Source: an optimization exercise on an open RTL-to-GDS flow (aim: small area, a short achievable clock period and few clock cycles per item). Production flows keep margins and buffers that such runs may drop.
Only simulation tests tie the RTL to the original design; equivalence was not proved.
No activity file was given, so power comes from the tool's default toggle rates.

==> flow/design.v <==
module stream_filter (
    input  wire        clk,
    input  wire        rst,          
    input  wire        cfg_we,
    input  wire [31:0] cfg_wdata,
    output wire [31:0] cfg_rdata,
    output reg         cfg_err,
    input  wire        in_valid,
    input  wire [31:0] in_data,
    output wire        in_ready,
    output reg         out_valid,
    output reg  [31:0] out_val,
    output reg         out_emit
);
    localparam [2:0] F_NONE = 3'd0,
                     F_AVG  = 3'd1,
                     F_MED3 = 3'd2,
                     F_IIR  = 3'd3;
    localparam NST = 3;
    function integer nsteps(input integer s);
        nsteps = (s == 3) ? 11 : 10;
    endfunction
    function [37:0] add38(input [37:0] a, input [37:0] b, input ci);
        reg c;
        integer i;
        begin
            c = ci;
            for (i = 0; i < 38; i = i + 1) begin
                add38[i] = a[i] ^ b[i] ^ c;
                c = (a[i] & b[i]) | (a[i] & c) | (b[i] & c);
            end
        end
    endfunction
    function ge32(input [31:0] a, input [31:0] b);
        reg [31:0] p, q;
        reg c;
        integer i;
        begin
            p = a ^ 32'h8000_0000;
            q = ~(b ^ 32'h8000_0000);
            c = 1'b1;
            for (i = 0; i < 32; i = i + 1)
                c = (p[i] & q[i]) | (p[i] & c) | (q[i] & c);
            ge32 = c;
        end
    endfunction
    reg [2:0] filter;
    reg [6:0] param;
    reg [7:0] decim;
    reg       bat_en;
    reg       policy;
    assign cfg_rdata = {6'd0, policy, bat_en, decim, 1'b0, param, 5'd0, filter};
    wire [2:0] w_filter = cfg_wdata[2:0];
    wire [6:0] w_param  = cfg_wdata[14:8];
    wire [7:0] w_decim  = cfg_wdata[23:16];
    wire pz_lo   = ~|w_param[3:0];
    wire pz_hi   = ~|w_param[6:4];
    wire p_zero  = pz_lo & pz_hi;
    wire p_iir   = pz_hi & ~pz_lo;
    wire p_avg   = (w_param[6] & ~|w_param[5:0]) | (~w_param[6] & |w_param[5:1]);
    wire w_ok    = |w_decim & ~w_filter[2] &
                   ((~w_filter[0] & p_zero) | (w_filter[0] & ~w_filter[1] & p_avg) |
                    (w_filter[0] & w_filter[1] & p_iir));
    wire cfg_take = cfg_we && w_ok;
    always @(posedge clk) begin
        if (rst) begin
            filter  <= F_NONE;
            param   <= 7'd0;
            decim   <= 8'd1;
            bat_en  <= 1'b0;
            policy  <= 1'b0;
            cfg_err <= 1'b0;
        end else begin
            cfg_err <= cfg_we && !w_ok;
            if (cfg_take) begin
                filter <= w_filter;
                param  <= w_param;
                decim  <= w_decim;
                bat_en <= cfg_wdata[24];
                policy <= cfg_wdata[25];
            end
        end
    end
    reg  [2:0] c_filter;
    reg  [6:0] c_param;
    always @(posedge clk) begin
        c_filter <= filter;
        c_param  <= param;
    end
    wire       f_avg  = (c_filter == F_AVG);
    wire       f_med  = (c_filter == F_MED3);
    wire       f_iir  = (c_filter == F_IIR);
    wire [5:0] ring_m = f_avg ? c_param[5:0] - 6'd1 : f_med ? 6'd3 : 6'd0;    
    wire [6:0] cap    = f_avg ? c_param : 7'd3;  
    wire [3:0] kk     = c_param[3:0];            
    reg  [5:0] rot;                  
    reg        nrdy;                 
    reg        rdy_o;                
    assign in_ready = rdy_o;
    wire take = in_valid && !nrdy;   
    reg  [31:0] r0;
    reg  [31:0] s1  [0:0];
    reg  [31:0] s2  [0:1];
    reg  [31:0] s4  [0:3];
    reg  [31:0] s8  [0:7];
    reg  [31:0] s16 [0:15];
    reg  [31:0] s32 [0:31];
    wire [31:0] o1 = ring_m[0] ? s1[0]   : r0;
    wire [31:0] o2 = ring_m[1] ? s2[1]   : o1;
    wire [31:0] o3 = ring_m[2] ? s4[3]   : o2;
    wire [31:0] o4 = ring_m[3] ? s8[7]   : o3;
    wire [31:0] o5 = ring_m[4] ? s16[15] : o4;
    wire [31:0] o6 = ring_m[5] ? s32[31] : o5;    
    integer i;
    always @(posedge clk) begin
        r0     <= take ? in_data : o6;
        s1[0]  <= r0;
        s2[0]  <= o1;
        s4[0]  <= o2;
        s8[0]  <= o3;
        s16[0] <= o4;
        s32[0] <= o5;
        s2[1]  <= s2[0];
        for (i = 1; i < 4;  i = i + 1) s4[i]  <= s4[i-1];
        for (i = 1; i < 8;  i = i + 1) s8[i]  <= s8[i-1];
        for (i = 1; i < 16; i = i + 1) s16[i] <= s16[i-1];
        for (i = 1; i < 32; i = i + 1) s32[i] <= s32[i-1];
    end
    reg clr;                         
    wire [5:0] rot_nxt = (take || rot >= ring_m) ? 6'd0 : rot + 6'd1;
    wire       rdy_nxt = (rot_nxt == 6'd0);
    wire       rdy_d   = rdy_nxt || rst || clr;
    always @(posedge clk) begin
        rot   <= (rst || clr) ? 6'd0 : rot_nxt;
        nrdy  <= !(rdy_d || cfg_take);
        rdy_o <= rdy_d || cfg_take;
    end
    reg                v1;           
    reg  [6:0]         ncnt;         
    reg  [37:0]        acc;          
    reg  [7:0]         dcnt;         
    reg                bc;           
    always @(posedge clk) begin
        if (rst)
            v1 <= 1'b0;
        else
            v1 <= take;
        clr <= rst || cfg_take;
    end
    wire [31:0] x     = r0;
    wire [37:0] x38   = {{6{x[31]}}, x};
    wire        full  = (ncnt == cap);
    wire        first = (ncnt == 7'd1);
    reg         ci_iir;          
    always @(posedge clk)
        ci_iir <= (filter == F_IIR);
    wire [37:0] sum   = add38(x38, acc, ci_iir);
    wire [3:0]  sh    = first ? 4'd0 : kk;
    wire [32:0] st0   = sum[32:0];
    wire [32:0] st1   = sh[0] ? {st0[32],      st0[32:1]} : st0;
    wire [32:0] st2   = sh[1] ? {{2{st1[32]}}, st1[32:2]} : st1;
    wire [32:0] st3   = sh[2] ? {{4{st2[32]}}, st2[32:4]} : st2;
    wire [32:0] st4   = sh[3] ? {{8{st3[32]}}, st3[32:8]} : st3;
    wire [37:0] minu  = f_iir ? acc : sum;
    wire [37:0] subt  = f_iir ? {{5{st4[32]}}, st4} : (full ? {{6{o6[31]}}, o6} : 38'd0);
    wire [37:0] nacc  = add38(minu, ~subt, 1'b1);
    wire [31:0] b  = s1[0];
    wire [31:0] c  = s2[0];
    wire        ab = ge32(x, b);
    wire        ac = ge32(x, c);
    wire        lt2 = (ncnt[6:2] == 5'd0) && !(ncnt[1] && ncnt[0]);    
    wire [31:0] med = (!f_med || lt2 || ab != ac) ? x : (bc == ab) ? b : c;
    wire [5:0]  nm1   = ncnt[5:0] - 6'd1;        
    wire [37:0] sumr  = add38(sum, {32'd0, nm1}, 1'b0);
    wire [31:0] y     = f_iir ? ~nacc[31:0] : med;
    wire [37:0] w     = f_avg ? (sum[37] ? sumr : sum) : {{6{y[31]}}, y};
    wire [5:0]  dm1   = f_avg ? nm1 : 6'd0;      
    wire emit_now = (dcnt + 8'd1 == decim);
    always @(posedge clk) begin
        if (clr) begin
            ncnt <= 7'd1;
            acc  <= 38'd0;
            dcnt <= 8'd0;
        end else if (v1) begin
            if (!full)
                ncnt <= ncnt + 7'd1;
            acc  <= nacc;
            dcnt <= emit_now ? 8'd0 : dcnt + 8'd1;
        end
        if (v1)
            bc <= ab;
    end
    function [36:0] steps;           
        input [5:0]  rem;
        input [30:0] w;              
        input [5:0]  nm;             
        input        ng;             
        input integer k;
        reg   [6:0]  t, d, gn, pr, nb;
        reg   [7:0]  cy;
        integer j, i;
        begin
            for (j = 0; j < k; j = j + 1) begin
                t     = {rem, w[30]};
                nb    = {1'b1, nm};
                gn    = t & nb;
                pr    = t ^ nb;
                cy[0] = 1'b0;
                for (i = 0; i < 7; i = i + 1)
                    cy[i+1] = gn[i] | (pr[i] & cy[i]);
                d = pr ^ cy[6:0];
                w   = {w[29:0], cy[7] ^ ng};
                rem = cy[7] ? d[5:0] : t[5:0];
            end
            steps = {rem, w};
        end
    endfunction
    reg        dv [1:NST];
    reg  [5:0] dr [1:NST];
    reg [30:0] dw [1:NST];
    reg  [5:0] dn [1:NST];
    reg        dg [1:NST];           
    reg        de [1:NST];           
    always @(posedge clk) begin
        if (rst)
            dv[1] <= 1'b0;
        else
            dv[1] <= v1;
        {dr[1], dw[1]} <= w[36:0];
        dn[1] <= ~dm1;
        dg[1] <= w[37];
        de[1] <= emit_now && bat_en;
    end
    genvar g;
    generate
        for (g = 2; g <= NST; g = g + 1) begin : stage
            wire [36:0] s = (g == 2) ? steps(dr[1] ^ {6{dg[1]}}, dw[1] ^ {31{dg[1]}}, dn[1], dg[1], nsteps(1))
                                     : steps(dr[g-1], dw[g-1], dn[g-1], dg[g-1], nsteps(g-1));
            always @(posedge clk) begin
                if (rst)
                    dv[g] <= 1'b0;
                else
                    dv[g] <= dv[g-1];
                {dr[g], dw[g]} <= s;
                dn[g] <= dn[g-1];
                dg[g] <= dg[g-1];
                de[g] <= de[g-1];
            end
        end
    endgenerate
    wire [36:0] sl  = steps(dr[NST], dw[NST], dn[NST], dg[NST], nsteps(NST));
    wire [31:0] res = {dg[NST], sl[30:0]};
    always @(posedge clk) begin
        if (rst) begin
            out_valid <= 1'b0;
            out_val   <= 32'd0;
            out_emit  <= 1'b0;
        end else begin
            out_valid <= dv[NST];
            out_emit  <= dv[NST] && de[NST];
            if (dv[NST])
                out_val <= res;
        end
    end
endmodule
==> flow/flow/run.sh <==
#!/bin/bash
# Layout: the standard flow (standard.sh), with the port buffers that
# ORFS's placement step adds made sky130_fd_sc_hd__buf_2 cells. Everything
# else, synthesis included, is the standard flow unchanged.
set -euo pipefail
export BUFFER_PORTS_ARGS="-buffer_cell sky130_fd_sc_hd__buf_2"
bash standard.sh finish > standard_flow.log 2>&1
==> flow/standard.sh <==
#!/bin/bash
# synth_recipe.tcl (not shown) runs the flow's synth.tcl, then flattens the netlist and writes it again
# the make line also repeats each setting of config.mk as NAME=value (left out here)
make -C /OpenROAD-flow-scripts/flow DESIGN_CONFIG=/design/flow/config.mk WORK_HOME=/design/flow/orfs CLKGATE_MAP_FILE= SYNTH_SCRIPT=/design/flow/synth_recipe.tcl "${@:-finish}"
==> flow/config.mk <==
export PLATFORM = sky130hd
export DESIGN_NAME = stream_filter
export DESIGN_NICKNAME = stream_filter
export VERILOG_FILES = /design/flow/design.v
export SDC_FILE = /design/flow/constraint.sdc
export NUM_CORES = 4
export LEC_CHECK = 0
export ABC_AREA = 1
export CAP_MARGIN = 20
export CORE_MARGIN = 2
export CORE_UTILIZATION = 60
export CTS_BUF_LIST = sky130_fd_sc_hd__clkbuf_8
export CTS_CLUSTER_DIAMETER = 50
export CTS_CLUSTER_SIZE = 16
export PLACE_DENSITY = 0.75
export SLEW_MARGIN = 40
==> flow/constraint.sdc <==
create_clock -name core_clock -period 120.0 [get_ports {clk}]
set_input_delay 24.0000 -clock core_clock [delete_from_list [all_inputs] [get_ports {clk}]]
set_output_delay 24.0000 -clock core_clock [all_outputs]
set_load 0.01 [all_outputs]
==> flow_summary.toml, run 1 <==
[run_status]
status = "no timing/DRC/antenna violations"

[sta]
slew_headroom_pct = 48.3
maxSlewViolCount = 0
grt_setup_unrepaired = "false"
finalCriticalPeriod_ns = 25.46
whs_ns = 0.316
finalCritPeriodShare_pct = 21.2
fmax_mhz = 39.3
setup_tns_ns = 0
tightest_slew_ns = 0.775
hold_viol_final = 0
skew_ns = 0.0444
final-setup-viol-count = 0

[die]
core_um2 = 109000
start_util_pct = 60.5
die_h_um = 335
die_w_um = 335
die_area_um2 = 112000
io_pins = 136
std_cell_rows = 121

[layout]
fin_area_um2 = 71100
syn2layout_area_growth_pct = 8.02
fin_cells = 7042
nets = 5954
layout_common_cells = "dfxtp_1 (2,311), nand2_1 (862), inv_1 (419)"
final_common_cell = "dfxtp_1"
drive_above_1_share_pct = 10.3

[global_route]
grt_pass1_wl_mm = 186
top_usage_layer = "met2"
grt_use_total_pct = 21.1
grt_use_met3_pct = 3.60
grt_max_degree = 88
antenna_found_initial = 6
grt.met1_usage_pct = 29.4
grt_pass1_vias = 35155
use_met2_pct = 33.6
grt_overflow = 0

[synthesis]
ys_warn_count = 13
synth.distinct_cells = 63
synth.avg_cell_area_um2 = 12.2
synth_seq_area_share_pct = 70.4
synth_seq_cells = 2316
synth_edf_count = 1
syn_area_um2 = 65800
async_flop_share_pct = 0
yosys-top-cells-area = "dfxtp_1 (70%), fa_1 (6.9%), nand2_1 (4.9%), inv_1 (2.4%), o21ai_0 (2.4%)"
yosysTopAreaCellShare_pct = 70.4
synth_flop_cell = "dfxtp_1"
synthCells = 5402
synth_area_leader_cell = "dfxtp_1"

[clock_tree]
cts_made_buffers = 180
hold_buffers = 0
path_clk_slew_ns = 0.09
clk_latency_ns = 0.90
ctsResizeCount = 0
clock-root-buffer = "clkbuf_8"
post_cts_buffers = 0
clk_path_buf_depth = 3
cts.sinks = 2316
h-tree-depth = 4
cts_tree = "yes"

[place]
placed_area_um2 = 67900
gp_congestion = 0.931
io_buffers = 111
place.detailed.hpwl_mm = 79.1
dp_cells = 6810

[route]
firstDrtPassIters = 8
wire_per_inst_um = 16.6
antenna_left = 0
drc = 0
viasPerCell = 4.97
drt_iter0_drc = 2047
wirelength_mm = 117
dr_total_vias = 34982

[worst_setup_path]
crit_family = "flip-flops"
path_buf_inv = 1
critPathKind = "reg2out"
cpPeakStageDelay_ns = 0.40
end_kind = "output port"
arrival_ns = 1.46
cp.required_ns = 96.00
cp_max_fo = 4
worstSetupStartpointType = "flip-flop"
crit_chain = "buf_2"
slowest_stage = "dfxtp_1"

[flow_run]
drv_cap = 0

[power_and_ir_drop]
ir_drop_mv = 0.0189
p_per_area_nw_per_um2 = 24.7
p_leak_nw = 31.7

[min_path]
hold_class = "reg2reg"
## worst paths after layout
kind                             startpoint           end  slack [ns]  depth (start not counted)
worst max register to register     dn[3][0]    out_val[0]       95.00                        110
worst min register to register  s32[11][10]   s32[12][10]        0.32                          0
worst max-delay path              filter[2]  cfg_rdata[2]       94.54                          1
worst min-delay path            s32[11][10]   s32[12][10]        0.32                          0
## registers in the layout, indices dropped and copies added (netlist names), 6 cells and up
name	count
out_val	32
dr	18
decim	8
dn	18
s1	32
s16	512
param	7
ncnt	7
s8	256
rot	6
c_param	7
dcnt	8
s2	64
s4	128
acc	38
dw	93
s32	1024
r0	32
## per-layer routing
layer / part of all wire (%) / routed length (um)
met1: 47 / 54500
met3: 5.2 / 6050
met4: 2.4 / 2800
met2: 46 / 53400
met5: 0.0086 / 10
## cell usage after synthesis, drive strengths merged (3+ instances only)
| library cell | count |
|---|---|
| o21a | 3 |
| a31oi | 35 |
| o21bai | 6 |
| nand3b | 3 |
| mux2i | 79 |
| o21ai | 343 |
| o221ai | 5 |
| a22o | 26 |
| nand2 | 926 |
| o32ai | 3 |
| clkinv | 5 |
| nand3 | 160 |
| clkbuf | 133 |
| a21oi | 96 |
| xnor2 | 10 |
| ha | 80 |
| fa | 228 |
| nor2 | 196 |
| or2 | 7 |
| nor3 | 10 |
| a21boi | 4 |
| mux2 | 69 |
| buf | 30 |
| xor2 | 73 |
| a2bb2oi | 3 |
| o22ai | 42 |
| o211ai | 46 |
| nor4 | 5 |
| nand4 | 8 |
| dfxtp | 2315 |
| a22oi | 3 |
| inv | 438 |
## layout make-up
cell class,count,area (um^2)
Timing Repair Buffer,146,842
Clock inverter,44,628
Fill cell,7886,37700
Inverter,443,1710
Clock buffer,186,2560
Multi-Input combinational cell,2491,17200
Sequential cell,2316,46400
Antenna cell,2,5.00
Tap cell,1414,1770
## cells by family (layout without fill, tap and decap cells)
kind of cell,Yosys count,in the layout,synth area share [%]
flops,2316,2316,70.4
simple gates,1315,1315,8.38
compound gates,625,625,5.56
buf+inv,606,819,3.65
fa+ha+maj,308,308,8.45
mux,148,148,2.39
xor+xnor,83,83,1.12
other cells,1,14,0.00570
## stage by stage
step           util [%]  setup slack, ns  power, mW
3_3_place_gp       62.3            93.99       1.35
4_1_cts            65.3            94.45       1.77
5_1_grt            65.3            93.35       1.87
6_report           65.3            94.54       1.76
2_1_floorplan         -            94.45       1.28
3_5_place_dp       62.4            93.91       1.38
## where the power goes
part	internal [mW]	switching, mW
registers	0.943	0.0523
clock network	0.157	0.238
logic	0.140	0.225
total	1.24	0.516
Testbench counts, summed over its fixed seeds: cycles 17,423, items 17,303.
==> inputs of run 2 (changes only) <==
--- a/flow/config.mk
+++ b/flow/config.mk
@@ -6,11 +6,11 @@
 export NUM_CORES = 4
 export LEC_CHECK = 0
 export ABC_AREA = 1
-export CAP_MARGIN = 20
+export CAP_MARGIN = 0
 export CORE_MARGIN = 2
 export CORE_UTILIZATION = 60
 export CTS_BUF_LIST = sky130_fd_sc_hd__clkbuf_8
 export CTS_CLUSTER_DIAMETER = 50
 export CTS_CLUSTER_SIZE = 16
 export PLACE_DENSITY = 0.75
-export SLEW_MARGIN = 40
+export SLEW_MARGIN = 0
==> run 2 against run 1 <==
Still clean on timing, DRC and antenna. Clock skew grew 0.0032 ns. Worst setup slack gained 0.043 ns. Hold slack lost 0.0060 ns. Sequential power is essentially flat. Via count shrank 0.20%. Clock power shrank 2%. Register-to-register slack gained 0.02 ns. First-iteration DRC count grew 0.83%. Cell area shrank 0.27%. Flip-flop and latch count is the same. Routed wire length shrank 0.75%. Count of clock-buffer cells in the layout shrank 3. Largest power group unchanged. Highest routed layer is now met4.
==> flow_summary.toml, run 2 <==
[clock_tree]
ctsResizeCount = 0
clk_path_buf_depth = 3
cts_tree = "yes"
clk_latency_ns = 0.87
cts.sinks = 2316
post_cts_buffers = 0
hold_buffers = 0
clock-root-buffer = "clkbuf_8"
path_clk_slew_ns = 0.09
cts_made_buffers = 178
h-tree-depth = 4

[synthesis]
synthCells = 5402
synth-simple-area-share_pct = 8.38
synth_flop_cell = "dfxtp_1"
ys_warn_count = 13
synthTopCellsByCount = "dfxtp_1 (2,315), nand2_1 (864), inv_1 (421)"
synth.distinct_cells = 63
synth_compound_area_share_pct = 5.56
synth_top_family_by_area = "adder cells"
yosys-top-cells-area = "dfxtp_1 (70%), fa_1 (6.9%), nand2_1 (4.9%), inv_1 (2.4%), o21ai_0 (2.4%)"
yosysTopAreaCellShare_pct = 70.4
synth.avg_cell_area_um2 = 12.2
synthAdderAreaFrac_pct = 8.45
synth-xor-area-share_pct = 1.12
synth_area_leader_cell = "dfxtp_1"
async_flop_share_pct = 0
muxShareOfSynthArea_pct = 2.39
synth_seq_area_share_pct = 70.4
syn_area_um2 = 65800
synth_edf_count = 1
synth_seq_cells = 2316
synth_most_common_cell = "dfxtp_1"

[power_and_ir_drop]
p_total_mw = 1.75
p_leak_nw = 31.6
ir_drop_mv = 0.0174
p_per_area_nw_per_um2 = 24.6

[route]
firstDrtPassIters = 6
antenna_left = 0
wirelength_mm = 116
viasPerCell = 4.96
wire_per_inst_um = 16.5
drc = 0
drt_iter0_drc = 2064
dr_total_vias = 34913

[sta]
tightest_slew_ns = 1.27
grt_setup_unrepaired = "false"
setup_ws_ns = 94.59
maxSlewViolCount = 0
finalCritPeriodShare_pct = 21.2
finalCriticalPeriod_ns = 25.41
whs_ns = 0.310
final-setup-viol-count = 0
setup_tns_ns = 0
slew_headroom_pct = 14.8
fmax_mhz = 39.4
skew_ns = 0.0476
hold_viol_final = 0

[layout]
layout_common_cells = "dfxtp_1 (2,314), nand2_1 (862), inv_1 (424)"
final_common_cell = "dfxtp_1"
fin_area_um2 = 70900
final_core_util_pct = 65.2
syn2layout_area_growth_pct = 7.73
fin_cells = 7042
reg_top3 = "s32 (1024), s16 (512), s8 (256)"
regMostFlops = "s32"
largest_reg_flops = 1024
drive_above_1_share_pct = 10.1
fillers = 7946
nets = 5951

[die]
std_cell_rows = 121
io_pins = 136
die_w_um = 335
core_um2 = 109000
start_util_pct = 60.5
die_area_um2 = 112000
die_h_um = 335

[min_path]
hold_class = "reg2reg"

[global_route]
grt_pass1_vias = 34820
grt_overflow = 0
grt_max_degree = 88
grt_use_total_pct = 20.9
grt_pass1_wl_mm = 185
antenna_found_initial = 10

[worst_setup_path]
slowest_stage = "dfxtp_1"
end_kind = "output port"
arrival_ns = 1.41
crit_chain = "buf_2"
critPathKind = "reg2out"
cp.required_ns = 96.00
cp_max_fo = 4
cpPeakStageDelay_ns = 0.39
crit_family = "flip-flops"
worstSetupStartpointType = "flip-flop"
path_buf_inv = 1

[place]
place.detailed.hpwl_mm = 78.8
gp_congestion = 0.931
post-place-ws_ns = 93.93
io_buffers = 111
placed_area_um2 = 67900
dp_cells = 6809

[flow_run]
drv_cap = 0

[run_status]
status = "no timing/DRC/antenna violations"
==> run 2: layer usage <==
layer | wire (um) | track usage, %
met1 | 55500 | 29.8
met4 | 2550 | 6.56
met2 | 52300 | 32.9
met5 | 0 | 0
met3 | 5500 | 3.42
==> run 2: kinds of logic (layout without fill, tap and decap cells) <==
family,after synthesis,in the layout
AND/OR/NAND/NOR,1315,1315
AO/OA/AOI/OAI,625,625
buffers and inverters,606,818
adder cells (fa/ha/maj),308,308
multiplexers,148,148
flip-flops,2316,2316
XOR/XNOR,83,83
other,1,15
==> run 2: layout make-up <==
| cell class | count | area [um^2] | share of cell area, % |
|---|---|---|---|
| clock inverters | 47 | 548 | 0.773 |
| diodes | 3 | 7.51 | 0.0106 |
| repair buffers | 145 | 811 | 1.14 |
| well taps | 1414 | 1770 | 2.49 |
| multi-input cells | 2491 | 17200 | 24.2 |
| inverters | 443 | 1710 | 2.41 |
| clock buffers | 183 | 2520 | 3.55 |
| flip-flops and latches | 2316 | 46400 | 65.4 |
==> run 2: final timing paths <==
check,start,slack [ns],cells past startpoint,end
setup / recovery,filter[2],94.59,1,cfg_rdata[2]
hold / removal,s32[29][19],0.31,0,s32[30][19]
setup reg to reg,dn[3][0],95.02,110,out_val[0]
hold reg to reg,s32[29][19],0.31,0,s32[30][19]
==> run 2: power breakdown <==
group,switching [mW],internal (mW)
Sequential,0.0518,0.943
Combinational,0.226,0.140
Clock,0.237,0.150
Total,0.514,1.23
==> inputs of run 3 (changes only) <==
--- a/flow/config.mk
+++ b/flow/config.mk
@@ -12,5 +12,7 @@
 export CTS_BUF_LIST = sky130_fd_sc_hd__clkbuf_8
 export CTS_CLUSTER_DIAMETER = 50
 export CTS_CLUSTER_SIZE = 16
+export GPL_ROUTABILITY_DRIVEN = 0
+export GPL_TIMING_DRIVEN = 0
 export PLACE_DENSITY = 0.75
 export SLEW_MARGIN = 0
==> run 3 against run 2 <==
Largest power group unchanged. Sequential power is essentially flat. Synthesized area unchanged. Count of clock-buffer cells in the layout unchanged. Die area unchanged. Synthesized cell count unchanged. Clock power grew 2%. Utilization rose by 0.45 points. Still clean. Non-clock buffer count rose by 128.
==> flow_summary.toml, run 3 <==
[run_status]
status = "no timing/DRC/antenna violations"

[power_and_ir_drop]
p_int_mw = 1.24
p_clk_share_pct = 22.4
p_leak_nw = 31.8
ir_drop_mv = 0.0185
p_total_mw = 1.76
power_switching_uw = 521
switching_share_pct = 29.6
p_comb_share_pct = 21.2
seqPwrFrac_pct = 56.4
p_per_area_nw_per_um2 = 24.7

[sta]
setup_tns_ns = 0
skew_ns = 0.0465
finalCriticalPeriod_ns = 25.49
slew_headroom_pct = 24.2
tightest_slew_ns = 1.14
hold_viol_final = 0
final-setup-viol-count = 0
fmax_mhz = 39.2
finalCritPeriodShare_pct = 21.2
grt_setup_unrepaired = "false"
maxSlewViolCount = 0
whs_ns = 0.312

[worst_setup_path]
slowest_stage = "dfxtp_1"
end_kind = "output port"
arrival_ns = 1.49
path_buf_inv = 1
crit_family = "flip-flops"
worstSetupStartpointType = "flip-flop"
crit_chain = "buf_2"
cpPeakStageDelay_ns = 0.42
critPathKind = "reg2out"
cp_max_fo = 3
cp.required_ns = 96.00

[place]
place.detailed.hpwl_mm = 89.3
io_buffers = 110

[layout]
nets = 6082
largest_reg_flops = 1024
drive_above_1_share_pct = 9.35
final_core_util_pct = 65.6
syn2layout_area_growth_pct = 8.47
layout_common_cells = "dfxtp_1 (2,315), nand2_1 (864), inv_1 (427)"
final_common_cell = "dfxtp_1"
regMostFlops = "s32"
reg_top3 = "s32 (1024), s16 (512), s8 (256)"

[synthesis]
synthCells = 5402
synth_seq_cells = 2316
synth_edf_count = 1
async_flop_share_pct = 0
yosys-top-cells-area = "dfxtp_1 (70%), fa_1 (6.9%), nand2_1 (4.9%), inv_1 (2.4%), o21ai_0 (2.4%)"
yosysTopAreaCellShare_pct = 70.4
synth.avg_cell_area_um2 = 12.2
ys_warn_count = 13
synthTopCellsByCount = "dfxtp_1 (2,315), nand2_1 (864), inv_1 (421)"
syn_area_um2 = 65800
synth_flop_cell = "dfxtp_1"
synth_most_common_cell = "dfxtp_1"
synth_area_leader_cell = "dfxtp_1"
synth.distinct_cells = 63
synth_seq_area_share_pct = 70.4

[clock_tree]
cts_tree = "yes"
cts.sinks = 2316
clock-root-buffer = "clkbuf_8"
hold_buffers = 0
clk_latency_ns = 0.91
path_clk_slew_ns = 0.10
h-tree-depth = 4
post_cts_buffers = 0
clk_path_buf_depth = 3
ctsResizeCount = 0
cts_made_buffers = 181

[global_route]
grt_use_total_pct = 22.2
grt_pass1_wl_mm = 193
grt_overflow = 0
antenna_found_initial = 9
grt_max_degree = 17
grt_pass1_vias = 35813

[die]
die_w_um = 335
io_pins = 136
core_um2 = 109000
start_util_pct = 60.5
std_cell_rows = 121
die_h_um = 335
die_area_um2 = 112000

[route]
drt_iter0_drc = 3159
wirelength_mm = 123
firstDrtPassIters = 8
drc = 0
wire_per_inst_um = 17.2
dr_total_vias = 36298
viasPerCell = 5.06
antenna_left = 0

[min_path]
hold_class = "reg2reg"

[flow_run]
drv_cap = 0
-- run 3: cell families (layout without fill, tap and decap cells) --
| logic type | Yosys count | after routing | synth area share, % |
|---|---|---|---|
| AO/OA/AOI/OAI | 625 | 625 | 5.56 |
| other | 1 | 21 | 0.00570 |
| adder cells (fa/ha/maj) | 308 | 308 | 8.45 |
| XOR/XNOR | 83 | 83 | 1.12 |
| multiplexers | 148 | 148 | 2.39 |
| buffers and inverters | 606 | 950 | 3.65 |
| flip-flops | 2316 | 2316 | 70.4 |
| AND/OR/NAND/NOR | 1315 | 1315 | 8.38 |
-- run 3: final cells by class --
cell class              instances  area [um^2]
diodes                          9         22.5
plain buffers                 163          696
clock buffers                 183         2520
clock inverters                51          673
fillers                      7804        37400
inverters                     443         1710
multi-input cells            2491        17100
flip-flops and latches       2316        46400
well taps                    1414         1770
repair buffers                110          551
-- run 3: worst register-to-register path, delay by kind of cell, from the launching register on --
family | cells | cell delay (ns)
AND/OR/NAND/NOR | 15 | 1.55
flip-flops | 1 | 0.65
multiplexers | 6 | 1.52
AO/OA/AOI/OAI | 11 | 1.64
buffers and inverters | 27 | 2.11
adder cells (fa/ha/maj) | 52 | 17.26
-- run 3: final timing paths --
| check | slack (ns) | endpoint | cells past startpoint | startpoint |
|---|---|---|---|---|
| worst min register to register | 0.31 | s32[6][20] | 0 | s32[5][20] |
| worst min-delay path | 0.31 | s32[6][20] | 0 | s32[5][20] |
| worst max-delay path | 94.51 | cfg_rdata[0] | 1 | filter[0] |
| worst max register to register | 95.10 | out_val[0] | 111 | dn[3][0] |
-- run 3: power by group through the flow --
stage          sequential, mW  combinational [mW]  clock (mW)
6_report                0.994               0.374       0.394
5_1_grt                  1.01               0.426       0.434
4_1_cts                 0.997               0.373       0.406
3_5_place_dp             1.01               0.370           0
3_3_place_gp             1.00               0.353           0
2_1_floorplan           0.989               0.288           0
-- run 3: stage by stage --
stage	setup slack (ns)	cells	cell area, um^2
final	94.51	7180	71400
after global routing	93.42	7173	71400
after CTS	94.41	7171	71400
after detailed placement	93.86	6937	68200
after global placement	93.95	6937	68200
after floorplan	94.45	5413	65900
-- run 3: routing by layer --
layer | GRT usage [%] | share of wire [%] | vias to the layer above | wire length, um
met2 | 34.0 | 44 | 1265 | 53900
met4 | 10.9 | 4.8 | 6 | 5920
met1 | 29.9 | 44 | 17027 | 54400
met5 | 0 | 0.035 | - | 43
met3 | 5.04 | 7.3 | 389 | 9060
li1 | - | - | 17611 | -
==> inputs of run 4 (changes only) <==
--- a/flow/config.mk
+++ b/flow/config.mk
@@ -9,10 +9,8 @@
 export CAP_MARGIN = 0
 export CORE_MARGIN = 2
 export CORE_UTILIZATION = 60
-export CTS_BUF_LIST = sky130_fd_sc_hd__clkbuf_8
+export CTS_BUF_LIST = sky130_fd_sc_hd__clkbuf_4 sky130_fd_sc_hd__clkbuf_8 sky130_fd_sc_hd__clkbuf_16
 export CTS_CLUSTER_DIAMETER = 50
 export CTS_CLUSTER_SIZE = 16
-export GPL_ROUTABILITY_DRIVEN = 0
-export GPL_TIMING_DRIVEN = 0
 export PLACE_DENSITY = 0.75
 export SLEW_MARGIN = 0
==> run 4 against run 3 <==
Cell area up 2.3%. Count of clock-buffer cells in the layout up 3. Still clean on timing, DRC and antenna. Critical endpoint is now cfg_rdata[2]. Routed wire length is 0.22% lower. Worst setup slack gained 0.15 ns. Largest cell class unchanged. Sequential share of layout area down 1.5 points. Combinational power down 2%. Fmax grew 0.61%.
==> flow_summary.toml, run 4 <==
[run_status]
status = "no timing/DRC/antenna violations"

[sta]
finalCriticalPeriod_ns = 25.34
fmax_mhz = 39.5
tightest_slew_ns = 1.26
maxSlewViolCount = 0
setup_tns_ns = 0
finalCritPeriodShare_pct = 21.1
grt_setup_unrepaired = "false"
slew_headroom_pct = 15.8
final-setup-viol-count = 0
hold_viol_final = 0
skew_ns = 0.0483

[min_path]
hold_end = "s32[11][25]"
min_path_cells = 0
hold_class = "reg2reg"
hp-start = "s32[10][25]"

[synthesis]
synthCells = 5402
synth_seq_area_share_pct = 70.4
async_flop_share_pct = 0
synth-xor-area-share_pct = 1.12
synthAdderAreaFrac_pct = 8.45
yosys-top-cells-area = "dfxtp_1 (70%), fa_1 (6.9%), nand2_1 (4.9%), inv_1 (2.4%), o21ai_0 (2.4%)"
synth_most_common_cell = "dfxtp_1"
synth_area_leader_cell = "dfxtp_1"
muxShareOfSynthArea_pct = 2.39
synth_flop_cell = "dfxtp_1"
synth.avg_cell_area_um2 = 12.2
syn_area_um2 = 65800
ys_warn_count = 13
synth_top_family_by_area = "adder cells"
synth-simple-area-share_pct = 8.38
synthTopCellsByCount = "dfxtp_1 (2,315), nand2_1 (864), inv_1 (421)"
synth_edf_count = 1
yosysTopAreaCellShare_pct = 70.4
synth_seq_cells = 2316
synth.distinct_cells = 63
synth_compound_area_share_pct = 5.56

[layout]
multiInputGateArea_um2 = 17200
syn2layout_area_growth_pct = 11.0
largest_reg_flops = 1024
reg_top3 = "s32 (1024), s16 (512), s8 (256)"
fillers = 7578
drive_above_1_share_pct = 10.2
layout_common_cells = "dfxtp_1 (2,314), nand2_1 (862), inv_1 (421)"
final_core_util_pct = 67.1
final_common_cell = "dfxtp_1"
seq_area_um2 = 46400
nets = 5951
regMostFlops = "s32"

[power_and_ir_drop]
seqPwrFrac_pct = 52.3
p_int_mw = 1.37
p_per_area_nw_per_um2 = 26.2
switching_share_pct = 28.6
p_leak_nw = 32.6
p_comb_share_pct = 19.2
ir_drop_mv = 0.0210
p_clk_share_pct = 28.5
power_switching_uw = 548

[clock_tree]
ctsResizeCount = 0
clk_latency_ns = 0.79
cts_made_buffers = 178
hold_buffers = 0
cts.sinks = 2316
path_clk_slew_ns = 0.07
clk_path_buf_depth = 3
post_cts_buffers = 0
clock-root-buffer = "clkbuf_16"
cts_tree = "yes"
h-tree-depth = 4

[worst_setup_path]
crit_family = "flip-flops"
r2r_slack_ns = 94.99
r2r-start = "dn[3][0]"
cpPeakStageDelay_ns = 0.39
end_kind = "output port"
arrival_ns = 1.34
crit_chain = "buf_2"
slowest_stage = "dfxtp_1"
timing.rr.end = "out_val[0]"
critPathKind = "reg2out"
ff2ff_path_depth = 110
path_buf_inv = 1
worstSetupStartpointType = "flip-flop"
cp_max_fo = 4
cp.required_ns = 96.00

[route]
viasPerCell = 5.03
wirelength_mm = 123
antenna_left = 0
drc = 0
dr_total_vias = 35411
wire_per_inst_um = 17.5
drt_iter0_drc = 2264
firstDrtPassIters = 8

[flow_run]
drv_cap = 0

[global_route]
grt_pass1_wl_mm = 195
antenna_found_initial = 16
grt_use_total_pct = 22.2
grt_max_degree = 88
grt_pass1_vias = 35997
grt_overflow = 0

[die]
core_um2 = 109000
start_util_pct = 60.5
std_cell_rows = 121
io_pins = 136
die_w_um = 335
die_h_um = 335
die_area_um2 = 112000

[place]
place.detailed.hpwl_mm = 78.8
io_buffers = 111
gp_congestion = 0.931
==> run 4: cell counts after synthesis <==
No cell type changed its count.
==> run 4: metal layers <==
metal | part of all wire [%] | track usage (%) | vias up
met2 | 47 | 36.6 | 830
met4 | 2.3 | 6.69 | 0
li1 | - | - | 17356
met1 | 45 | 30.4 | 17009
met5 | 0 | 0 | -
met3 | 4.8 | 3.58 | 216
==> run 4: cell type report <==
cell class                 instances  share of cell area, %
multi-input combinational       2491                   23.5
clock inverter                    44                  0.904
clock buffer                     186                   6.25
sequential                      2316                   63.5
tap                             1414                   2.42
inverter                         443                   2.34
antenna                            1                0.00342
timing repair buffer             145                   1.11
==> run 4: metrics by stage <==
step                      setup WS, ns  hold WS [ns]  cells  total power, mW  instance area (um^2)
after global placement           93.99         0.310   6809             1.35                 67900
after detailed placement         93.93         0.312   6809             1.38                 67900
after global routing             93.50         0.301   7039             2.02                 73100
final                            94.66         0.309   7040             1.91                 73100
after CTS                        94.62         0.297   7039             1.93                 73100
after floorplan                  94.45         0.310   5413             1.28                 65900
==> run 4: how the worst max path moves through the flow <==
stage	start	depth (start not counted)	end	slack, ns
after global routing	dn[3][0]	110	out_val[0]	93.50
after floorplan	cfg_wdata[14]	9	decim[1]	94.45
after CTS	filter[2]	1	cfg_rdata[2]	94.62
final	filter[2]	1	cfg_rdata[2]	94.66
after global placement	cfg_wdata[14]	10	filter[0]	93.99
after detailed placement	cfg_wdata[14]	10	filter[0]	93.93
==> run 4: cells by family (layout without fill, tap and decap cells) <==
logic type               Yosys count  in the layout
adder cells (fa/ha/maj)          308            308
multiplexers                     148            148
buffers and inverters            606            818
AND/OR/NAND/NOR                 1315           1315
flip-flops                      2316           2316
AO/OA/AOI/OAI                    625            625
other                              1             13
XOR/XNOR                          83             83
==> run 4: power by group through the flow <==
stage / clock [mW] / combinational, mW / sequential, mW
after floorplan: 0 / 0.288 / 0.989
after global placement: 0 / 0.348 / 1.00
after detailed placement: 0 / 0.367 / 1.01
after CTS: 0.559 / 0.369 / 1.00
after global routing: 0.586 / 0.421 / 1.02
final: 0.546 / 0.367 / 1.00
==> inputs of run 5 (changes only) <==
--- a/flow/config.mk
+++ b/flow/config.mk
@@ -8,9 +8,9 @@
 export ABC_AREA = 1
 export CAP_MARGIN = 0
 export CORE_MARGIN = 2
-export CORE_UTILIZATION = 60
-export CTS_BUF_LIST = sky130_fd_sc_hd__clkbuf_4 sky130_fd_sc_hd__clkbuf_8 sky130_fd_sc_hd__clkbuf_16
+export CORE_UTILIZATION = 67
+export CTS_BUF_LIST = sky130_fd_sc_hd__clkbuf_8
 export CTS_CLUSTER_DIAMETER = 50
 export CTS_CLUSTER_SIZE = 16
-export PLACE_DENSITY = 0.75
+export PLACE_DENSITY = 0.8
 export SLEW_MARGIN = 0
==> run 5 against run 4 <==
Fmax decreased by 2.6%. Worst setup slack got worse by 0.66 ns. Clock power down 31%. Combinational power barely moved. Synthesized cell count unchanged. Cell area fell by 3.3%. Utilization grew 5.7 points. Clock skew rose by 0.0094 ns.
==> flow_summary.toml, run 5 <==
[clock_tree]
ctsResizeCount = 0
cts_made_buffers = 173
cts_tree = "yes"
path_clk_slew_ns = 0.09
h-tree-depth = 4
cts.sinks = 2316
clk_path_buf_depth = 3
post_cts_buffers = 0
hold_buffers = 0
clk_latency_ns = 0.91
clock-root-buffer = "clkbuf_8"

[worst_setup_path]
cp_max_fo = 21
r2r_slack_ns = 95.04
ff2ff_path_depth = 110
r2r-start = "dn[3][0]"
critPathKind = "in2reg"
cpPeakStageDelay_ns = 0.80
slowest_stage = "nor2_1"
end_kind = "flip-flop"
worstSetupStartpointType = "primary input"
cp.required_ns = 120.77
arrival_ns = 26.77
timing.rr.end = "out_val[0]"
crit_chain = "buf_2 > nor3_1 > nand4_1 > o311ai_0 > nand2_1 > nor2_1 > inv_1 > o21ai_0 > a21oi_1"

[die]
std_cell_rows = 114
die_h_um = 317
die_w_um = 317
core_um2 = 97000
die_area_um2 = 101000
io_pins = 136
start_util_pct = 67.9

[layout]
final_common_cell = "dfxtp_1"
drive_above_1_share_pct = 9.98
syn2layout_area_growth_pct = 7.29
nets = 5947
fin_area_um2 = 70600
reg_top3 = "s32 (1024), s16 (512), s8 (256)"
regMostFlops = "s32"
layout_common_cells = "dfxtp_1 (2,314), nand2_1 (862), inv_1 (422)"
largest_reg_flops = 1024

[synthesis]
synthAdderAreaFrac_pct = 8.45
synth-xor-area-share_pct = 1.12
synth_edf_count = 1
synthCells = 5402
synth_seq_area_share_pct = 70.4
synth.avg_cell_area_um2 = 12.2
yosys-top-cells-area = "dfxtp_1 (70%), fa_1 (6.9%), nand2_1 (4.9%), inv_1 (2.4%), o21ai_0 (2.4%)"
synth_seq_cells = 2316
muxShareOfSynthArea_pct = 2.39
synth_flop_cell = "dfxtp_1"
synthTopCellsByCount = "dfxtp_1 (2,315), nand2_1 (864), inv_1 (421)"
ys_warn_count = 13
synth_most_common_cell = "dfxtp_1"
synth-simple-area-share_pct = 8.38
synth.distinct_cells = 63
yosysTopAreaCellShare_pct = 70.4
synth_area_leader_cell = "dfxtp_1"
async_flop_share_pct = 0
synth_compound_area_share_pct = 5.56
syn_area_um2 = 65800
synth_top_family_by_area = "adder cells"

[sta]
grt_setup_unrepaired = "false"
hold_viol_final = 0
setup_tns_ns = 0
fmax_mhz = 38.5
finalCritPeriodShare_pct = 21.7
final-setup-viol-count = 0
tightest_slew_ns = 1.05
maxSlewViolCount = 0
slew_headroom_pct = 29.6
finalCriticalPeriod_ns = 26.00
skew_ns = 0.0577

[place]
gp_congestion = 0.946
place.detailed.hpwl_mm = 82.4
placed_area_um2 = 67700
io_buffers = 111

[power_and_ir_drop]
ir_drop_mv = 0.0178
p_clk_share_pct = 21.6
p_leak_nw = 31.5
seqPwrFrac_pct = 57.2
p_comb_share_pct = 21.2
p_per_area_nw_per_um2 = 24.7
switching_share_pct = 29.6
p_int_mw = 1.23
power_switching_uw = 516

[flow_run]
drv_cap = 0

[min_path]
hp-start = "s32[10][17]"
min_path_cells = 0
hold_class = "reg2reg"
hold_end = "s32[11][17]"

[route]
wirelength_mm = 119
wire_per_inst_um = 17.2
dr_total_vias = 35418
drc = 0
drt_iter0_drc = 2305
firstDrtPassIters = 6
viasPerCell = 5.14
antenna_left = 0

[global_route]
grt_overflow = 0
antenna_found_initial = 8
grt_use_total_pct = 23.8
grt_pass1_vias = 35952
grt_max_degree = 88
grt_pass1_wl_mm = 189

[run_status]
status = "no timing/DRC/antenna violations"
run 5: power by group through the flow:
stage	sequential [mW]	clock, mW	combinational [mW]
after detailed placement	1.02	0	0.369
final	0.999	0.377	0.369
after global placement	1.00	0	0.347
after CTS	1.00	0.387	0.370
after global routing	1.01	0.415	0.422
after floorplan	0.989	0	0.288
run 5: worst max-delay path: cells and delay by family:
family / cells / cell delay [ns]
compound gates: 3 / 0.76
buf+inv: 2 / 0.70
simple gates: 4 / 1.30
run 5: how the worst max path moves through the flow:
| stage | from | endpoint | slack [ns] | cells past startpoint |
|---|---|---|---|---|
| after floorplan | cfg_wdata[14] | decim[1] | 94.45 | 9 |
| after global placement | cfg_wdata[14] | nrdy | 93.07 | 9 |
| after detailed placement | cfg_wdata[14] | decim[4] | 93.13 | 9 |
| after CTS | cfg_wdata[14] | decim[6] | 94.13 | 9 |
| after global routing | dn[3][0] | out_val[0] | 93.49 | 110 |
| final | cfg_wdata[14] | decim[4] | 94.00 | 9 |
run 5: routing by layer:
layer	vias up	wire (um)	GRT usage [%]
met5	-	0	0
met4	0	2960	8.16
met3	201	6140	3.70
met2	915	55700	38.8
met1	16960	53700	32.7
li1	17342	-	-
run 5: area by class of cell:
class | count | area [um^2]
inverter | 443 | 1710
multi-input combinational | 2491 | 17200
clock inverter | 40 | 487
sequential | 2316 | 46400
antenna | 5 | 12.5
fill | 6236 | 26400
tap | 1276 | 1600
clock buffer | 178 | 2450
timing repair buffer | 146 | 818
run 5: cells by family after synthesis:
group / count (synthesis)
flip-flops: 2316
AND/OR/NAND/NOR: 1315
other: 1
multiplexers: 148
XOR/XNOR: 83
adder cells (fa/ha/maj): 308
AO/OA/AOI/OAI: 625
buffers and inverters: 606
run 5: through the flow:
stage / std cells / worst slack (ns) / hold WS (ns) / power [mW] / utilization [%]
2_1_floorplan: 5413 / 94.45 / 0.310 / 1.28 / -
3_3_place_gp: 6672 / 93.07 / 0.309 / 1.35 / 69.8
4_1_cts: 6890 / 94.13 / 0.307 / 1.76 / 72.8
6_report: 6895 / 94.00 / 0.307 / 1.75 / 72.8
3_5_place_dp: 6672 / 93.13 / 0.312 / 1.39 / 69.8
5_1_grt: 6894 / 93.49 / 0.309 / 1.85 / 72.8
==> inputs of run 6 (changes only) <==
--- a/flow/config.mk
+++ b/flow/config.mk
@@ -8,9 +8,9 @@
 export ABC_AREA = 1
 export CAP_MARGIN = 0
 export CORE_MARGIN = 2
-export CORE_UTILIZATION = 67
+export CORE_UTILIZATION = 60
 export CTS_BUF_LIST = sky130_fd_sc_hd__clkbuf_8
-export CTS_CLUSTER_DIAMETER = 50
-export CTS_CLUSTER_SIZE = 16
-export PLACE_DENSITY = 0.8
+export CTS_CLUSTER_DIAMETER = 45
+export CTS_CLUSTER_SIZE = 20
+export PLACE_DENSITY = 0.75
 export SLEW_MARGIN = 0
==> run 6 against run 5 <==
Synthesized cell count did not move. Clock skew rose by 0.0092 ns. Register-to-register slack got worse by 0.09 ns. Cell count rose by 2.6%. Global-route usage fell by 2.9 points. Utilization fell by 7.3 points. Synthesized area did not move. Routed wire length fell by 2.5%. Cell area rose by 1.0%. First-iteration DRC count fell by 3.3%. Count of clock-buffer cells in the layout rose by 3. Via count fell by 1.4%. Largest cell class unchanged. Highest routed layer unchanged.
==> flow_summary.toml, run 6 <==
[worst_setup_path]
crit_family = "flip-flops"
r2r_slack_ns = 94.95
arrival_ns = 1.45
end_kind = "output port"
critPathKind = "reg2out"
path_buf_inv = 1
cpPeakStageDelay_ns = 0.40
crit_chain = "buf_2"
cp.depth = 1
slowest_stage = "dfxtp_1"
worstSetupStartpointType = "flip-flop"
ff2ff_path_depth = 110
cp_max_fo = 4
cp.required_ns = 96.00

[global_route]
grt_pass1_vias = 34785
grt_max_degree = 88
antenna_found_initial = 9
grt_pass1_wl_mm = 184
grt_use_total_pct = 20.9
grt_overflow = 0

[layout]
layout_common_cells = "dfxtp_1 (2,314), nand2_1 (862), inv_1 (431)"
final_common_cell = "dfxtp_1"
nets = 5939
regMostFlops = "s32"
largest_reg_flops = 1024
syn2layout_area_growth_pct = 8.37
fin_cells = 7073
reg_top3 = "s32 (1024), s16 (512), s8 (256)"
drive_above_1_share_pct = 10.5
fin_area_um2 = 71300
fillers = 7941

[clock_tree]
cts_tree = "yes"
clk_latency_ns = 0.90
hold_buffers = 0
ctsResizeCount = 0
clock-root-buffer = "clkbuf_8"
cts_made_buffers = 166
post_cts_buffers = 0
clk_path_buf_depth = 3
h-tree-depth = 4
path_clk_slew_ns = 0.10
cts.sinks = 2316

[synthesis]
ys_warn_count = 13
synth_seq_cells = 2316
yosysTopAreaCellShare_pct = 70.4
async_flop_share_pct = 0
syn_area_um2 = 65800
synth_flop_cell = "dfxtp_1"
synth_most_common_cell = "dfxtp_1"
synth_area_leader_cell = "dfxtp_1"
synth.distinct_cells = 63
synth_edf_count = 1
yosys-top-cells-area = "dfxtp_1 (70%), fa_1 (6.9%), nand2_1 (4.9%), inv_1 (2.4%), o21ai_0 (2.4%)"
synthTopCellsByCount = "dfxtp_1 (2,315), nand2_1 (864), inv_1 (421)"
synthCells = 5402
synth_seq_area_share_pct = 70.4
synth.avg_cell_area_um2 = 12.2

[route]
wirelength_mm = 116
antenna_left = 0
firstDrtPassIters = 8
wire_per_inst_um = 16.4
drt_iter0_drc = 2230
drc = 0
viasPerCell = 4.94
dr_total_vias = 34933

[power_and_ir_drop]
ir_drop_mv = 0.0195
p_leak_nw = 31.8
p_comb_share_pct = 20.6
p_clk_share_pct = 23.2
power_switching_uw = 530
p_int_mw = 1.24
switching_share_pct = 29.9
p_total_mw = 1.77
seqPwrFrac_pct = 56.2
p_per_area_nw_per_um2 = 24.8

[flow_run]
drv_cap = 0

[sta]
fmax_mhz = 39.3
tightest_slew_ns = 1.26
finalCriticalPeriod_ns = 25.45
hold_viol_final = 0
final-setup-viol-count = 0
slew_headroom_pct = 15.5
skew_ns = 0.0669
maxSlewViolCount = 0
finalCritPeriodShare_pct = 21.2
grt_setup_unrepaired = "false"
setup_tns_ns = 0

[place]
dp_cells = 6809
gp_congestion = 0.931
placed_area_um2 = 67900
place.detailed.hpwl_mm = 78.8
io_buffers = 111

[min_path]
min_path_cells = 0
hold_class = "reg2reg"

[die]
die_w_um = 335
die_h_um = 335
die_area_um2 = 112000
io_pins = 136
std_cell_rows = 121
core_um2 = 109000
start_util_pct = 60.5

[run_status]
status = "no timing/DRC/antenna violations"
==> run 6: area by class of cell <==
type / count / area, um^2 / area share (%)
antenna: 2 / 5.00 / 0.00701
clock buffer: 181 / 2490 / 3.49
clock inverter: 81 / 997 / 1.40
inverter: 443 / 1710 / 2.40
multi-input combinational: 2491 / 17200 / 24.1
sequential: 2316 / 46400 / 65.0
tap: 1414 / 1770 / 2.48
timing repair buffer: 145 / 811 / 1.14
==> run 6: stage by stage <==
step,worst slack [ns],utilization [%],hold WS (ns)
5_1_grt,93.48,65.5,0.295
6_report,94.55,65.5,0.297
3_3_place_gp,93.99,62.3,0.310
2_1_floorplan,94.45,-,0.310
3_5_place_dp,93.93,62.3,0.312
4_1_cts,94.43,65.5,0.282
==> run 6: routing by layer <==
| layer | up-vias | part of all wire (%) | track usage, % |
|---|---|---|---|
| met4 | 0 | 2.4 | 6.99 |
| met3 | 186 | 5.0 | 3.55 |
| met1 | 16623 | 48 | 29.5 |
| met2 | 751 | 45 | 32.8 |
| met5 | - | 0 | 0 |
| li1 | 17373 | - | - |
==> run 6: worst paths after layout <==
check | start | endpoint
max | filter[2] | cfg_rdata[2]
min | s32[4][28] | s32[5][28]
max reg2reg | dn[3][0] | out_val[0]
min reg2reg | s32[4][28] | s32[5][28]
==> run 6: cell families (layout without fill, tap and decap cells) <==
logic type | after synthesis | count (layout) | synth area share [%]
compound gates | 625 | 625 | 5.56
xor+xnor | 83 | 83 | 1.12
other cells | 1 | 14 | 0.00570
flops | 2316 | 2316 | 70.4
buf+inv | 606 | 850 | 3.65
fa+ha+maj | 308 | 308 | 8.45
simple gates | 1315 | 1315 | 8.38
mux | 148 | 148 | 2.39
==> run 6: power groups by stage <==
stage | Clock, mW | Combinational (mW) | Sequential, mW
floorplan | 0 | 0.288 | 0.989
global placement | 0 | 0.348 | 1.00
detailed placement | 0 | 0.367 | 1.01
CTS | 0.423 | 0.367 | 0.998
global route | 0.450 | 0.420 | 1.01
finish | 0.411 | 0.365 | 0.995
==> inputs of run 7 (changes only) <==
--- a/flow/config.mk
+++ b/flow/config.mk
@@ -10,7 +10,7 @@
 export CORE_MARGIN = 2
 export CORE_UTILIZATION = 60
 export CTS_BUF_LIST = sky130_fd_sc_hd__clkbuf_8
-export CTS_CLUSTER_DIAMETER = 45
-export CTS_CLUSTER_SIZE = 20
+export CTS_CLUSTER_DIAMETER = 40
+export CTS_CLUSTER_SIZE = 18
 export PLACE_DENSITY = 0.75
 export SLEW_MARGIN = 0
==> run 7 against run 6 <==
Non-clock buffer count stayed put. Die area unchanged. Hold slack gained 0.012 ns. Total power grew 0.77%. Largest power group unchanged. Highest routed layer unchanged.
==> flow_summary.toml, run 7 <==
[route]
firstDrtPassIters = 8
drt_iter0_drc = 1959
dr_total_vias = 34931
viasPerCell = 4.92
wire_per_inst_um = 16.2
antenna_left = 0
wirelength_mm = 115
drc = 0

[worst_setup_path]
cpPeakStageDelay_ns = 0.40
cp.depth = 1
cp.required_ns = 96.00
cp_max_fo = 4
r2r_slack_ns = 95.05
end_kind = "output port"
path_buf_inv = 1
r2r-start = "dn[3][0]"
crit_chain = "buf_2"
slowest_stage = "dfxtp_1"
critPathCapture = "cfg_rdata[2]"
critPathKind = "reg2out"
arrival_ns = 1.45
timing.rr.end = "out_val[0]"
worstSetupStartpointType = "flip-flop"
cp-startpoint = "filter[2]"
ff2ff_path_depth = 110
crit_family = "flip-flops"

[synthesis]
synthTopCellsByCount = "dfxtp_1 (2,315), nand2_1 (864), inv_1 (421)"
synth_seq_area_share_pct = 70.4
yosys-top-cells-area = "dfxtp_1 (70%), fa_1 (6.9%), nand2_1 (4.9%), inv_1 (2.4%), o21ai_0 (2.4%)"
async_flop_share_pct = 0
synth_seq_cells = 2316
synthCells = 5402
yosysTopAreaCellShare_pct = 70.4
synth.distinct_cells = 63
synth.avg_cell_area_um2 = 12.2
synth_most_common_cell = "dfxtp_1"
synth_edf_count = 1
synth_flop_cell = "dfxtp_1"
syn_area_um2 = 65800
synth_area_leader_cell = "dfxtp_1"
ys_warn_count = 13

[sta]
final-setup-viol-count = 0
finalCritPeriodShare_pct = 21.2
maxSlewViolCount = 0
tightest_slew_ns = 1.26
skew_ns = 0.0534
slew_headroom_pct = 15.8
fmax_mhz = 39.3
hold_viol_final = 0
finalCriticalPeriod_ns = 25.45
setup_tns_ns = 0
grt_setup_unrepaired = "false"

[die]
die_area_um2 = 112000
core_um2 = 109000
die_h_um = 335
start_util_pct = 60.5
std_cell_rows = 121
io_pins = 136
die_w_um = 335

[power_and_ir_drop]
p_per_area_nw_per_um2 = 24.9
p_leak_nw = 31.9
p_total_mw = 1.78
ir_drop_mv = 0.0179

[place]
place.detailed.hpwl_mm = 78.8
io_buffers = 111
gp_congestion = 0.931

[global_route]
antenna_found_initial = 9
grt.met1_usage_pct = 29.4
use_met2_pct = 32.7
top_usage_layer = "met2"
grt_use_met3_pct = 3.51
grt_use_total_pct = 20.8
grt_max_degree = 88
grt_pass1_vias = 34868
grt_overflow = 0
grt_pass1_wl_mm = 184

[clock_tree]
cts_made_buffers = 181
h-tree-depth = 4
clock-root-buffer = "clkbuf_8"
path_clk_slew_ns = 0.10
hold_buffers = 0
clk_latency_ns = 0.90
clk_path_buf_depth = 3
ctsResizeCount = 0
cts_tree = "yes"
post_cts_buffers = 0
cts.sinks = 2316

[layout]
drive_above_1_share_pct = 10.8
regMostFlops = "s32"
largest_reg_flops = 1024
reg_top3 = "s32 (1024), s16 (512), s8 (256)"
nets = 5954
final_common_cell = "dfxtp_1"
fillers = 7846
layout_common_cells = "dfxtp_1 (2,314), nand2_1 (862), inv_1 (436)"
syn2layout_area_growth_pct = 8.72

[min_path]
hold_class = "reg2reg"

[flow_run]
drv_cap = 0

[run_status]
status = "no timing/DRC/antenna violations"
==> run 7: per-stage QoR <==
stage | std cells | worst slack (ns) | utilization (%) | hold WS (ns) | cell area, um^2
after floorplan | 5413 | 94.45 | - | 0.310 | 65900
after global placement | 6809 | 93.99 | 62.3 | 0.310 | 67900
after detailed placement | 6809 | 93.93 | 62.3 | 0.312 | 67900
after CTS | 7095 | 94.45 | 65.7 | 0.288 | 71600
after global routing | 7097 | 93.51 | 65.8 | 0.301 | 71600
final | 7100 | 94.55 | 65.8 | 0.309 | 71600
==> run 7: worst min-delay path by stage <==
stage | depth (start not counted) | slack, ns | to | startpoint
2_1_floorplan | 0 | 0.31 | de[2] | de[1]
3_3_place_gp | 0 | 0.31 | s16[5][8] | s16[4][8]
3_5_place_dp | 0 | 0.31 | s32[1][26] | s32[0][26]
4_1_cts | 0 | 0.29 | s16[3][23] | s16[2][23]
5_1_grt | 0 | 0.30 | s4[1][23] | s4[0][23]
6_report | 0 | 0.31 | s32[14][8] | s32[13][8]
==> run 7: power breakdown <==
part | switching [mW] | internal, mW
clock network | 0.253 | 0.173
logic | 0.225 | 0.140
registers | 0.0516 | 0.943
==> run 7: routing by layer <==
| metal | part of all wire (%) | vias up |
|---|---|---|
| met5 | 0 | - |
| met4 | 2.4 | 0 |
| met2 | 45 | 784 |
| met3 | 4.8 | 203 |
| met1 | 48 | 16524 |
| li1 | - | 17420 |
==> run 7: cell families after synthesis <==
group / after synthesis / share of synthesized area, %
compound gates: 625 / 5.56
buf+inv: 606 / 3.65
other cells: 1 / 0.00570
flops: 2316 / 70.4
mux: 148 / 2.39
fa+ha+maj: 308 / 8.45
xor+xnor: 83 / 1.12
simple gates: 1315 / 8.38
==> run 7: area by class of cell <==
cell class	count	area [um^2]	share of cell area (%)
diodes	5	12.5	0.0175
clock buffers	193	2660	3.71
clock inverters	93	1060	1.48
inverters	443	1710	2.39
multi-input cells	2491	17200	24.0
flip-flops and latches	2316	46400	64.8
well taps	1414	1770	2.47
repair buffers	145	811	1.13
==> inputs of run 8 (changes only) <==
--- a/flow/config.mk
+++ b/flow/config.mk
@@ -10,7 +10,7 @@
 export CORE_MARGIN = 2
 export CORE_UTILIZATION = 60
 export CTS_BUF_LIST = sky130_fd_sc_hd__clkbuf_8
-export CTS_CLUSTER_DIAMETER = 40
-export CTS_CLUSTER_SIZE = 18
+export CTS_CLUSTER_DIAMETER = 80
+export CTS_CLUSTER_SIZE = 16
 export PLACE_DENSITY = 0.75
 export SLEW_MARGIN = 0
==> run 8 against run 7 <==
Still clean on timing, DRC and antenna. Cell area is 1.5% lower. Clock skew is 0.012 ns lower. Register-to-register slack hardly changed. Synthesized cell count stayed put. Critical path type unchanged. Critical endpoint unchanged. Largest power group unchanged.
==> flow_summary.toml, run 8 <==
[place]
gp_congestion = 0.931
place.detailed.hpwl_mm = 78.8
dp_cells = 6809
post-place-ws_ns = 93.93
placed_area_um2 = 67900
io_buffers = 111

[sta]
grt_setup_unrepaired = "false"
slew_headroom_pct = 16.6
hold_viol_final = 0
finalCritPeriodShare_pct = 21.2
finalCriticalPeriod_ns = 25.43
skew_ns = 0.0416
final-setup-viol-count = 0
setup_ws_ns = 94.57
whs_ns = 0.303
fmax_mhz = 39.3
tightest_slew_ns = 1.24
maxSlewViolCount = 0
setup_tns_ns = 0

[power_and_ir_drop]
p_leak_nw = 31.4
p_clk_share_pct = 20.9
p_per_area_nw_per_um2 = 24.4
p_total_mw = 1.72
power_switching_uw = 502
switching_share_pct = 29.2
p_int_mw = 1.22
p_comb_share_pct = 21.2
seqPwrFrac_pct = 57.9
ir_drop_mv = 0.0180

[worst_setup_path]
cp-startpoint = "filter[2]"
cp.depth = 1
crit_family = "flip-flops"
cpPeakStageDelay_ns = 0.40
cp_max_fo = 4
end_kind = "output port"
crit_chain = "buf_2"
ff2ff_path_depth = 110
arrival_ns = 1.43
r2r_slack_ns = 95.05
cp.required_ns = 96.00
timing.rr.end = "out_val[0]"
critPathCapture = "cfg_rdata[2]"
path_buf_inv = 1
worstSetupStartpointType = "flip-flop"
r2r-start = "dn[3][0]"
critPathKind = "reg2out"
slowest_stage = "dfxtp_1"

[global_route]
grt_max_degree = 88
grt_use_total_pct = 20.9
grt_pass1_wl_mm = 185
grt_use_met3_pct = 3.44
use_met2_pct = 32.9
grt_pass1_vias = 34697
antenna_found_initial = 8
top_usage_layer = "met2"
grt.met1_usage_pct = 29.8
grt_overflow = 0

[route]
viasPerCell = 4.95
wire_per_inst_um = 16.6
dr_total_vias = 34675
firstDrtPassIters = 7
drt_iter0_drc = 2106
antenna_left = 0
wirelength_mm = 116
drc = 0

[synthesis]
synth_seq_cells = 2316
yosysTopAreaCellShare_pct = 70.4
synthCells = 5402
yosys-top-cells-area = "dfxtp_1 (70%), fa_1 (6.9%), nand2_1 (4.9%), inv_1 (2.4%), o21ai_0 (2.4%)"
syn_area_um2 = 65800
synth_area_leader_cell = "dfxtp_1"
synth_edf_count = 1
async_flop_share_pct = 0
synth.distinct_cells = 63
synth_flop_cell = "dfxtp_1"
synth_most_common_cell = "dfxtp_1"
ys_warn_count = 13
synth.avg_cell_area_um2 = 12.2
synthTopCellsByCount = "dfxtp_1 (2,315), nand2_1 (864), inv_1 (421)"
synth_seq_area_share_pct = 70.4

[clock_tree]
cts_made_buffers = 165
cts_tree = "yes"
path_clk_slew_ns = 0.09
post_cts_buffers = 0
hold_buffers = 0
h-tree-depth = 4
ctsResizeCount = 0
clock-root-buffer = "clkbuf_8"
clk_latency_ns = 0.88
clk_path_buf_depth = 3
cts.sinks = 2316

[layout]
final_core_util_pct = 64.8
drive_above_1_share_pct = 9.49
nets = 5938
regMostFlops = "s32"
seq_area_um2 = 46400
reg_top3 = "s32 (1024), s16 (512), s8 (256)"
layout_common_cells = "dfxtp_1 (2,314), nand2_1 (862), inv_1 (423)"
multiInputGateArea_um2 = 17200
fin_area_um2 = 70500
final_common_cell = "dfxtp_1"
largest_reg_flops = 1024
syn2layout_area_growth_pct = 7.05
fin_cells = 7002
fillers = 7970

[die]
std_cell_rows = 121
io_pins = 136
core_um2 = 109000
start_util_pct = 60.5
die_h_um = 335
die_area_um2 = 112000
die_w_um = 335

[min_path]
min_path_cells = 0
hold_class = "reg2reg"

[flow_run]
drv_cap = 0

[run_status]
status = "no timing/DRC/antenna violations"
-- run 8: cell families after synthesis --
kind of cell / Yosys count / synth area share, %
AOI/OAI and AO/OA: 625 / 5.56
xor gates and xnor gates: 83 / 1.12
adders and majority gates: 308 / 8.45
buffers and inverters: 606 / 3.65
DFF: 2316 / 70.4
muxes: 148 / 2.39
other: 1 / 0.00570
and+or+nand+nor: 1315 / 8.38
-- run 8: worst min path at each step --
stage	start	end	slack (ns)
2_1_floorplan	de[1]	de[2]	0.31
3_3_place_gp	s16[4][8]	s16[5][8]	0.31
3_5_place_dp	s32[0][26]	s32[1][26]	0.31
4_1_cts	dw[2][11]	dw[3][21]	0.28
5_1_grt	dw[2][11]	dw[3][21]	0.29
6_report	dw[2][11]	dw[3][21]	0.30
-- run 8: layer usage --
| metal | wire (um) | vias up |
|---|---|---|
| li1 | - | 17287 |
| met1 | 55600 | 16479 |
| met2 | 52500 | 738 |
| met3 | 5480 | 171 |
| met4 | 2490 | 0 |
| met5 | 0 | - |
-- run 8: cell type report --
cell class              instances  share of cell area (%)
clock inverters                23                   0.456
multi-input cells            2491                    24.4
diodes                          3                  0.0107
well taps                    1414                    2.51
clock buffers                 167                    3.26
inverters                     443                    2.43
repair buffers                145                    1.15
flip-flops and latches       2316                    65.8
-- run 8: power groups by stage --
stage / sequential, mW / clock [mW] / combinational, mW
global route: 1.01 / 0.399 / 0.420
finish: 0.995 / 0.360 / 0.365
CTS: 0.999 / 0.371 / 0.367
detailed placement: 1.01 / 0 / 0.367
global placement: 1.00 / 0 / 0.348
floorplan: 0.989 / 0 / 0.288

==> afterwards: timing with drivers on the ports <==
Ports are ideal in the flow. The routed layouts listed here were re-timed in OpenROAD. Step 1: set_driving_cell puts a clkbuf_16 on clk and a buf_2 on each other input, an assumption about the parent block. Step 2 also shifts input and output timing later by t, the mid clock arrival at the registers, as if the neighbouring blocks saw the same clock. a / b / c = no drivers / after step 1 / after step 2; a / b = the first two.
run	t (ns)	setup slack, ns	hold slack, ns	latest minus earliest clock arrival (ns)	worst data-port slew with drivers (ns)
run 1	0.940	94.544 / 94.476 / 93.902	0.316 / 0.316 / 0.316	0.049 / 0.049	0.05
run 2	0.908	94.587 / 94.520 / 93.946	0.310 / 0.310 / 0.310	0.069 / 0.069	0.05
run 3	0.953	94.509 / 94.441 / 93.835	0.312 / 0.312 / 0.312	0.050 / 0.050	0.04
run 4	0.839	94.663 / 94.591 / 93.897	0.309 / 0.309 / 0.309	0.059 / 0.059	0.05
run 5	0.955	94.000 / 94.047 / 93.093	0.307 / 0.307 / 0.307	0.060 / 0.059	0.05
run 6	0.944	94.546 / 94.477 / 93.957	0.297 / 0.297 / 0.297	0.081 / 0.081	0.05
run 7	0.933	94.551 / 94.483 / 93.933	0.309 / 0.309 / 0.309	0.062 / 0.063	0.05
run 8	0.929	94.565 / 94.497 / 93.940	0.303 / 0.303 / 0.303	0.049 / 0.050	0.05
After both steps setup and hold are still met in every run listed. The setup slack of run 5, which loses most, moves by +0.047 ns with the drivers and by -0.907 ns with both steps.
